From an optimization exercise on the open Yosys and OpenROAD flow, aimed at small area, a short achievable clock period and few clock cycles; shortcuts taken in it are not production practice. Function was checked by simulation only, so behaviour that the tests miss may differ from the original. Power figures rest on the tool's default switching activity, not on a simulated workload.

==> 03-08 <==
==> flow/design.v <==
module dz3_pq_engine (
    input  wire         clk,
    input  wire         rst_n,
    input  wire         cmd_valid,
    output wire         cmd_ready,
    input  wire [1:0]   cmd_op,
    input  wire [5:0]   cmd_x,
    input  wire [5:0]   cmd_y,
    input  wire         in_valid,
    output wire         in_ready,
    input  wire [127:0] in_p,
    input  wire [127:0] in_q,
    input  wire [127:0] in_d,
    output reg          out_valid,
    output reg  [127:0] out_p,
    output reg  [127:0] out_q
);
    localparam [1:0] OP_ACC   = 2'd0;
    localparam [1:0] OP_ACC_P = 2'd1;
    localparam [1:0] OP_REC1Q = 2'd2;
    localparam [1:0] OP_REC2  = 2'd3;
    localparam [2:0] PH_IDLE = 3'd0;    
    localparam [2:0] PH_UPX  = 3'd1;    
    localparam [2:0] PH_DNX  = 3'd2;    
    localparam [2:0] PH_JNT  = 3'd3;    
    localparam [2:0] PH_DNM  = 3'd4;    
    localparam [2:0] PH_UPY  = 3'd5;    
    function [7:0] zech_inv;
        input [5:0] n;
        begin
            case (n)
            6'd0: zech_inv = 8'h00;
            6'd1: zech_inv = 8'hF4;
            6'd2: zech_inv = 8'hA7;
            6'd3: zech_inv = 8'h9D;
            6'd4: zech_inv = 8'h72;
            6'd5: zech_inv = 8'hED;
            6'd6: zech_inv = 8'h5F;
            6'd7: zech_inv = 8'h54;
            6'd8: zech_inv = 8'hA0;
            6'd9: zech_inv = 8'hA9;
            6'd10: zech_inv = 8'hFB;
            6'd11: zech_inv = 8'h74;
            6'd12: zech_inv = 8'h85;
            6'd13: zech_inv = 8'hE4;
            6'd14: zech_inv = 8'hC0;
            6'd15: zech_inv = 8'h8A;
            6'd16: zech_inv = 8'h67;
            6'd17: zech_inv = 8'hDC;
            6'd18: zech_inv = 8'h26;
            6'd19: zech_inv = 8'h63;
            6'd20: zech_inv = 8'hF2;
            6'd21: zech_inv = 8'hE9;
            6'd22: zech_inv = 8'hB4;
            6'd23: zech_inv = 8'hD2;
            6'd24: zech_inv = 8'h02;
            6'd25: zech_inv = 8'h8E;
            6'd26: zech_inv = 8'hBA;
            6'd27: zech_inv = 8'hAA;
            6'd28: zech_inv = 8'hDE;
            6'd29: zech_inv = 8'h89;
            6'd30: zech_inv = 8'h57;
            6'd31: zech_inv = 8'h59;
            6'd32: zech_inv = 8'hAC;
            6'd33: zech_inv = 8'h2C;
            6'd34: zech_inv = 8'h93;
            6'd35: zech_inv = 8'h09;
            6'd36: zech_inv = 8'h60;
            6'd37: zech_inv = 8'h1E;
            6'd38: zech_inv = 8'hBC;
            6'd39: zech_inv = 8'hA4;
            6'd40: zech_inv = 8'hB3;
            6'd41: zech_inv = 8'h43;
            6'd42: zech_inv = 8'hEB;
            6'd43: zech_inv = 8'hDA;
            6'd44: zech_inv = 8'h6A;
            6'd45: zech_inv = 8'h12;
            6'd46: zech_inv = 8'hC7;
            6'd47: zech_inv = 8'h39;
            6'd48: zech_inv = 8'h04;
            6'd49: zech_inv = 8'h69;
            6'd50: zech_inv = 8'h47;
            6'd51: zech_inv = 8'h98;
            6'd52: zech_inv = 8'h3E;
            6'd53: zech_inv = 8'hD0;
            6'd54: zech_inv = 8'h23;
            6'd55: zech_inv = 8'h82;
            6'd56: zech_inv = 8'h97;
            6'd57: zech_inv = 8'h7B;
            6'd58: zech_inv = 8'h52;
            6'd59: zech_inv = 8'hF6;
            6'd60: zech_inv = 8'hC5;
            6'd61: zech_inv = 8'h2F;
            6'd62: zech_inv = 8'h91;
            6'd63: zech_inv = 8'h1C;
            endcase
        end
    endfunction
    function [63:0] gf_mat;
        input [7:0] c;
        reg   [7:0] x;
        integer j;
        begin
            x = c;
            for (j = 0; j < 8; j = j + 1) begin
                gf_mat[8*j +: 8] = x;
                x = {x[6:0], 1'b0} ^ (x[7] ? 8'h1D : 8'h00);
            end
        end
    endfunction
    reg       p_valid;
    reg       p_free;      
    reg [1:0] p_op;
    reg [5:0] cx;
    reg [5:0] cy;
    reg [5:0] cm;
    reg [2:0] ph;
    reg [7:0] r;           
    reg [7:0] A;           
    reg       streaming;   
    reg [8:0] bcnt;
    reg       at_last;     
    reg       d_sel_lo;    
    reg       d_sel_hi;    
    reg       d_rec1q;
    reg       d_rec2;
    reg [63:0] m1;
    reg [63:0] m2;
    assign cmd_ready = p_free;
    assign in_ready  = streaming;
    wire fire_cmd  = cmd_valid && p_free;
    wire fire_in   = in_valid && streaming;
    wire last_beat = fire_in && at_last;
    wire p_ready   = p_valid && (ph == PH_IDLE);
    wire load_d    = p_ready && (!streaming || last_beat);
    wire [7:0] r_up   = {r[6:0], 1'b0} ^ (r[7] ? 8'h1D : 8'h00);    
    wire [7:0] r_down = {1'b0, r[7:1]} ^ (r[0] ? 8'h8E : 8'h00);    
    wire [7:0] f_d    = zech_inv(cx | cy);                          
    wire       cx_nz  = (cx != 6'd0);
    wire       cy_nz  = (cy != 6'd0);
    wire       cm_nz  = (cm != 6'd0);
    always @(posedge clk) begin
        if (!rst_n) begin
            p_valid <= 1'b0;
            p_free  <= 1'b1;
        end else if (fire_cmd) begin
            p_valid <= 1'b1;
            p_free  <= 1'b0;
        end else if (load_d) begin
            p_valid <= 1'b0;
            p_free  <= 1'b1;
        end
    end
    always @(posedge clk) begin
        if (fire_cmd) begin
            p_op <= cmd_op;
            cx   <= cmd_x;
            cy   <= cmd_y;
            cm   <= 6'd0;
            r    <= 8'd1;
            A    <= 8'd1;
            case (cmd_op)
                OP_ACC:   ph <= PH_UPX;
                OP_ACC_P: begin ph <= PH_IDLE; r <= 8'd0; end
                OP_REC1Q: ph <= PH_DNX;
                default:  ph <= PH_JNT;
            endcase
        end else begin
            case (ph)
                PH_UPX: begin
                    if (cx_nz) begin
                        r  <= r_up;
                        cx <= cx - 6'd1;
                    end else begin
                        ph <= PH_IDLE;
                    end
                end
                PH_DNX: begin
                    if (cx_nz) begin
                        r  <= r_down;
                        cx <= cx - 6'd1;
                    end else begin
                        A  <= r;
                        r  <= 8'd0;
                        ph <= PH_IDLE;
                    end
                end
                PH_JNT: begin
                    if (cx_nz && cy_nz) begin
                        cx <= cx - 6'd1;
                        cy <= cy - 6'd1;
                        cm <= cm + 6'd1;
                    end else begin
                        r  <= f_d;
                        ph <= PH_DNM;
                    end
                end
                PH_DNM: begin
                    if (cm_nz) begin
                        r  <= r_down;
                        cm <= cm - 6'd1;
                    end else begin
                        A  <= r;
                        r  <= f_d;
                        ph <= PH_UPY;
                    end
                end
                PH_UPY: begin
                    if (cy_nz) begin
                        r  <= r_up;
                        cy <= cy - 6'd1;
                    end else begin
                        ph <= PH_IDLE;
                    end
                end
                default: ph <= PH_IDLE;
            endcase
        end
    end
    always @(posedge clk) begin
        if (!rst_n)
            streaming <= 1'b0;
        else if (load_d)
            streaming <= 1'b1;
        else if (last_beat)
            streaming <= 1'b0;
    end
    always @(posedge clk) begin
        if (load_d) begin
            bcnt    <= 9'd0;
            at_last <= 1'b0;
        end else if (fire_in) begin
            bcnt    <= bcnt + 9'd1;
            at_last <= (bcnt == 9'd256);
        end
    end
    always @(posedge clk) begin
        if (load_d) begin
            d_sel_lo <= p_op[1];
            d_sel_hi <= !p_op[1];
            d_rec1q  <= (p_op == OP_REC1Q);
            d_rec2   <= (p_op == OP_REC2);
            m1       <= gf_mat(r);
            m2       <= gf_mat(A);
        end
    end
    always @(posedge clk) begin
        if (!rst_n)
            out_valid <= 1'b0;
        else
            out_valid <= fire_in;
    end
    wire d_rec = d_rec1q | d_rec2;
    reg [127:0] res_p;
    reg [127:0] res_q;
    reg [7:0]   sum, a, q, e;
    integer n, i, j;
    always @(*) begin
        for (n = 0; n < 16; n = n + 1) begin
            if (n < 8)
                a = d_sel_lo ? in_p[8*n +: 8] : in_d[8*n +: 8];
            else
                a = d_sel_hi ? in_d[8*n +: 8] : in_p[8*n +: 8];
            q = in_q[8*n +: 8];
            e = d_rec ? in_p[8*n +: 8] : (in_p[8*n +: 8] ^ in_d[8*n +: 8]);
            for (i = 0; i < 8; i = i + 1) begin
                sum[i] = 1'b0;
                for (j = 0; j < 8; j = j + 1)
                    sum[i] = sum[i] ^ (m1[8*j+i] & a[j]) ^ (m2[8*j+i] & q[j]);
            end
            res_p[8*n +: 8] = d_rec ? sum : e;
            res_q[8*n +: 8] = (d_rec1q ? 8'd0 : sum) ^ (d_rec2 ? e : 8'd0);
        end
    end
    always @(posedge clk) begin
        out_p <= res_p;
        out_q <= res_q;
    end
endmodule
==> flow/flow/run.sh <==
#!/bin/bash
# Standard layout, with the port buffers made of sky130_fd_sc_hd__buf_2 instead of the
# resizer's default choice. Each tool's full output goes to a log file in this folder.
set -euo pipefail
bash standard.sh "BUFFER_PORTS_ARGS=-buffer_cell sky130_fd_sc_hd__buf_2" finish > standard.log 2>&1
==> flow/standard.sh <==
#!/bin/bash
# synth_recipe.tcl (not shown) runs the flow's synth.tcl, then flattens the netlist and writes it again
# the make line also repeats each setting of config.mk as NAME=value (left out here)
make -C /OpenROAD-flow-scripts/flow DESIGN_CONFIG=/design/flow/config.mk WORK_HOME=/design/flow/orfs CLKGATE_MAP_FILE= SYNTH_SCRIPT=/design/flow/synth_recipe.tcl "${@:-finish}"
==> flow/config.mk <==
export PLATFORM = sky130hd
export DESIGN_NAME = dz3_pq_engine
export DESIGN_NICKNAME = dz3_pq_engine
export VERILOG_FILES = /design/flow/design.v
export SDC_FILE = /design/flow/constraint.sdc
export NUM_CORES = 4
export LEC_CHECK = 0
export CAP_MARGIN = 20
export CORE_MARGIN = 2
export CORE_UTILIZATION = 60
export PLACE_DENSITY = 0.7
export SETUP_SLACK_MARGIN = 3.45
export SLEW_MARGIN = 20
==> flow/constraint.sdc <==
create_clock -name core_clock -period 6.5 [get_ports {clk}]
set_input_delay 1.3000 -clock core_clock [delete_from_list [all_inputs] [get_ports {clk}]]
set_output_delay 1.3000 -clock core_clock [all_outputs]
set_load 0.01 [all_outputs]
==> 02-14: changes against 03-08 <==
==> flow/design.v (replaced) <==
module dz3_pq_engine (
    input  wire         clk,
    input  wire         rst_n,
    input  wire         cmd_valid,
    output wire         cmd_ready,
    input  wire [1:0]   cmd_op,
    input  wire [5:0]   cmd_x,
    input  wire [5:0]   cmd_y,
    input  wire         in_valid,
    output wire         in_ready,
    input  wire [127:0] in_p,
    input  wire [127:0] in_q,
    input  wire [127:0] in_d,
    output reg          out_valid,
    output reg  [127:0] out_p,
    output reg  [127:0] out_q
);
    localparam [1:0] OP_ACC   = 2'd0;
    localparam [1:0] OP_ACC_P = 2'd1;
    localparam [1:0] OP_REC1Q = 2'd2;
    localparam [1:0] OP_REC2  = 2'd3;
    localparam [2:0] PH_IDLE = 3'd0;    
    localparam [2:0] PH_ZD   = 3'd1;    
    localparam [2:0] PH_ZR   = 3'd2;    
    localparam [2:0] PH_DOWN = 3'd3;    
    localparam [2:0] PH_UP   = 3'd4;    
    function [7:0] zech_inv;
        input [5:0] n;
        begin
            case (n)
            6'd0: zech_inv = 8'h00;
            6'd1: zech_inv = 8'hF4;
            6'd2: zech_inv = 8'hA7;
            6'd3: zech_inv = 8'h9D;
            6'd4: zech_inv = 8'h72;
            6'd5: zech_inv = 8'hED;
            6'd6: zech_inv = 8'h5F;
            6'd7: zech_inv = 8'h54;
            6'd8: zech_inv = 8'hA0;
            6'd9: zech_inv = 8'hA9;
            6'd10: zech_inv = 8'hFB;
            6'd11: zech_inv = 8'h74;
            6'd12: zech_inv = 8'h85;
            6'd13: zech_inv = 8'hE4;
            6'd14: zech_inv = 8'hC0;
            6'd15: zech_inv = 8'h8A;
            6'd16: zech_inv = 8'h67;
            6'd17: zech_inv = 8'hDC;
            6'd18: zech_inv = 8'h26;
            6'd19: zech_inv = 8'h63;
            6'd20: zech_inv = 8'hF2;
            6'd21: zech_inv = 8'hE9;
            6'd22: zech_inv = 8'hB4;
            6'd23: zech_inv = 8'hD2;
            6'd24: zech_inv = 8'h02;
            6'd25: zech_inv = 8'h8E;
            6'd26: zech_inv = 8'hBA;
            6'd27: zech_inv = 8'hAA;
            6'd28: zech_inv = 8'hDE;
            6'd29: zech_inv = 8'h89;
            6'd30: zech_inv = 8'h57;
            6'd31: zech_inv = 8'h59;
            6'd32: zech_inv = 8'hAC;
            6'd33: zech_inv = 8'h2C;
            6'd34: zech_inv = 8'h93;
            6'd35: zech_inv = 8'h09;
            6'd36: zech_inv = 8'h60;
            6'd37: zech_inv = 8'h1E;
            6'd38: zech_inv = 8'hBC;
            6'd39: zech_inv = 8'hA4;
            6'd40: zech_inv = 8'hB3;
            6'd41: zech_inv = 8'h43;
            6'd42: zech_inv = 8'hEB;
            6'd43: zech_inv = 8'hDA;
            6'd44: zech_inv = 8'h6A;
            6'd45: zech_inv = 8'h12;
            6'd46: zech_inv = 8'hC7;
            6'd47: zech_inv = 8'h39;
            6'd48: zech_inv = 8'h04;
            6'd49: zech_inv = 8'h69;
            6'd50: zech_inv = 8'h47;
            6'd51: zech_inv = 8'h98;
            6'd52: zech_inv = 8'h3E;
            6'd53: zech_inv = 8'hD0;
            6'd54: zech_inv = 8'h23;
            6'd55: zech_inv = 8'h82;
            6'd56: zech_inv = 8'h97;
            6'd57: zech_inv = 8'h7B;
            6'd58: zech_inv = 8'h52;
            6'd59: zech_inv = 8'hF6;
            6'd60: zech_inv = 8'hC5;
            6'd61: zech_inv = 8'h2F;
            6'd62: zech_inv = 8'h91;
            6'd63: zech_inv = 8'h1C;
            endcase
        end
    endfunction
    function [63:0] gf_mat;
        input [7:0] c;
        reg   [7:0] x;
        integer j;
        begin
            x = c;
            for (j = 0; j < 8; j = j + 1) begin
                gf_mat[8*j +: 8] = x;
                x = {x[6:0], 1'b0} ^ (x[7] ? 8'h1D : 8'h00);
            end
        end
    endfunction
    reg       p_valid;
    reg       p_free;      
    reg [1:0] p_op;
    reg [5:0] p_x;
    reg [5:0] p_y;
    reg [2:0] ph;
    reg [5:0] cnt;
    reg       xlt;         
    reg [7:0] r;           
    reg [7:0] A;           
    reg       streaming;   
    reg [8:0] bcnt;
    reg       at_last;     
    reg [1:0] d_op;
    reg [63:0] m1;
    reg [63:0] m2;
    assign cmd_ready = p_free;
    assign in_ready  = streaming;
    wire fire_cmd  = cmd_valid && p_free;
    wire fire_in   = in_valid && streaming;
    wire last_beat = fire_in && at_last;
    wire p_ready   = p_valid && (ph == PH_IDLE);
    wire load_d    = p_ready && (!streaming || last_beat);
    wire [7:0] r_up   = {r[6:0], 1'b0} ^ (r[7] ? 8'h1D : 8'h00);    
    wire [7:0] r_down = {1'b0, r[7:1]} ^ (r[0] ? 8'h8E : 8'h00);    
    wire       x_lt_y = (p_x < p_y);
    wire [5:0] d_xy   = x_lt_y ? (p_y - p_x) : (p_x - p_y);
    always @(posedge clk) begin
        if (!rst_n) begin
            p_valid <= 1'b0;
            p_free  <= 1'b1;
            ph      <= PH_IDLE;
        end else begin
            if (fire_cmd) begin
                p_valid <= 1'b1;
                p_free  <= 1'b0;
                p_op    <= cmd_op;
                p_x     <= cmd_x;
                p_y     <= cmd_y;
                cnt     <= cmd_x;
                r       <= 8'd1;
                A       <= 8'd1;
                case (cmd_op)
                    OP_ACC:   ph <= PH_UP;
                    OP_ACC_P: begin ph <= PH_IDLE; r <= 8'd0; end
                    OP_REC1Q: ph <= PH_DOWN;
                    default:  ph <= PH_ZD;
                endcase
            end else if (load_d) begin
                p_valid <= 1'b0;
                p_free  <= 1'b1;
            end
            case (ph)
                PH_ZD: begin
                    xlt <= x_lt_y;
                    cnt <= d_xy;
                    ph  <= PH_ZR;
                end
                PH_ZR: begin
                    r   <= zech_inv(cnt);
                    cnt <= xlt ? p_x : p_y;
                    ph  <= PH_DOWN;
                end
                PH_DOWN: begin
                    if (cnt != 6'd0) begin
                        r   <= r_down;
                        cnt <= cnt - 6'd1;
                    end else begin
                        A <= r;
                        if (p_op == OP_REC2) begin
                            cnt <= p_y;
                            ph  <= PH_UP;
                        end else begin
                            r   <= 8'd0;
                            ph  <= PH_IDLE;
                        end
                    end
                end
                PH_UP: begin
                    if (cnt != 6'd0) begin
                        r   <= r_up;
                        cnt <= cnt - 6'd1;
                    end else begin
                        ph  <= PH_IDLE;
                    end
                end
                default: ;
            endcase
        end
    end
    always @(posedge clk) begin
        if (!rst_n) begin
            streaming <= 1'b0;
            bcnt      <= 9'd0;
            at_last   <= 1'b0;
        end else begin
            if (fire_in) begin
                bcnt    <= at_last ? 9'd0 : bcnt + 9'd1;
                at_last <= (bcnt == 9'd256);
            end
            if (load_d)
                streaming <= 1'b1;
            else if (last_beat)
                streaming <= 1'b0;
        end
    end
    always @(posedge clk) begin
        if (load_d) begin
            d_op <= p_op;
            m1   <= gf_mat(r);
            m2   <= gf_mat(A);
        end
    end
    always @(posedge clk) begin
        if (!rst_n)
            out_valid <= 1'b0;
        else
            out_valid <= fire_in;
    end
    wire d_rec   = d_op[1];
    wire d_rec1q = (d_op == OP_REC1Q);
    wire d_rec2  = (d_op == OP_REC2);
    reg [127:0] res_p;
    reg [127:0] res_q;
    reg [7:0]   sum, a, q, e;
    integer n, i, j;
    always @(*) begin
        for (n = 0; n < 16; n = n + 1) begin
            a = d_rec ? in_p[8*n +: 8] : in_d[8*n +: 8];
            q = in_q[8*n +: 8];
            e = d_rec ? in_p[8*n +: 8] : (in_p[8*n +: 8] ^ in_d[8*n +: 8]);
            for (i = 0; i < 8; i = i + 1) begin
                sum[i] = 1'b0;
                for (j = 0; j < 8; j = j + 1)
                    sum[i] = sum[i] ^ (m1[8*j+i] & a[j]) ^ (m2[8*j+i] & q[j]);
            end
            res_p[8*n +: 8] = d_rec ? sum : e;
            res_q[8*n +: 8] = (d_rec1q ? 8'd0 : sum) ^ (d_rec2 ? e : 8'd0);
        end
    end
    always @(posedge clk) begin
        out_p <= res_p;
        out_q <= res_q;
    end
endmodule
==> flow/config.mk (replaced) <==
export PLATFORM = sky130hd
export DESIGN_NAME = dz3_pq_engine
export DESIGN_NICKNAME = dz3_pq_engine
export VERILOG_FILES = /design/flow/design.v
export SDC_FILE = /design/flow/constraint.sdc
export NUM_CORES = 4
export LEC_CHECK = 0
export ABC_CLOCK_PERIOD_IN_PS = 3000
export CAP_MARGIN = 20
export CORE_MARGIN = 2
export CORE_UTILIZATION = 50
export PLACE_DENSITY = 0.6
export SETUP_SLACK_MARGIN = 3.5
export SLEW_MARGIN = 20
==> impl.org <==
** Die
- Number of tap cells added at floorplan :: between 1000 and 1500
- Placeable Area :: between 0.09 and 0.1 mm^2

** Timing
- Setup repair after global routing could not meet its margin everywhere.

** Status
- Status :: finished clean

** Setup path
- Critical Path AT :: 3.93 ns
- Stage delay of the slowest cell on the critical path :: 0.45 ns

** Synthesis
- The number of nets handed over by synthesis was 6971.
- Top cells by area in the synthesized netlist :: xnor2_1 25%, nand2_1 20%, dfxtp_1 12%

** Route
- Routed length on met2 :: 89900 um

** Clock tree
- Num CTS Buffers :: 47
- Buffers added to address setup during post-CTS repair amount to 134.

** Pwr
- In this run the power density over the cells is 451 mW/mm^2.
- Summed over all nets, the switching power comes to 0.0123 W.

** Placed design
- GP Congestion :: 0.919
That was 02-14.
==> impl.org <==
** Setup path
- Critical Path AT :: 3.59 ns

** Pwr
- Net switching component of the power :: 0.0126 W
- Power spread over the standard cell area amounts to 512 mW/mm^2.

** Status
- Status :: finished clean

** Clock tree
- Buffers added to address setup during post-CTS repair amount to 19.
- Counting the buffers created by CTS gives 44.

** Die
- Number of tap cells added at floorplan :: approximately 960
- In this run the standard cell core region covers 0.0728 mm^2.

** Timing
- Unrepaired setup endpoints after global routing :: false

** Placed design
- GP Congestion :: 0.951
That was 03-08.
Testbench counts of 03-08, summed over its fixed seeds: cycles 49,727.
Testbench counts of 02-14, summed over its fixed seeds: cycles 49,728.

## separate check: timing with driven ports
No port has a modelled driver above. Below, the same layouts with a new extraction and two added sets of constraints.
Step 1 sets driving cells, clkbuf_16 on the clock port and buf_2 on the other inputs (assumed; they add their load-dependent delay and slew).
Step 2 moves the port delays by t, midway between the first and last clock arrival at a register: inputs arrive t later, outputs are due t later. That takes back most of the time a late clock gives input paths.
Three values: ideal, step 1, step 2; two values: the first two.
run	shift t [ns]	setup slack, ns	hold slack, ns	clock arrival spread, ns
03-08	0.665	3.413 / 3.413 / 2.834	0.499 / 0.499 / 0.499	0.044 / 0.044
02-14	0.716	3.109 / 3.109 / 2.595	0.486 / 0.486 / 0.486	0.027 / 0.027
After both steps setup and hold are still met in every run listed. The setup slack of 03-08, which loses most, moves by 0.000 ns with the drivers and by -0.579 ns with both steps.
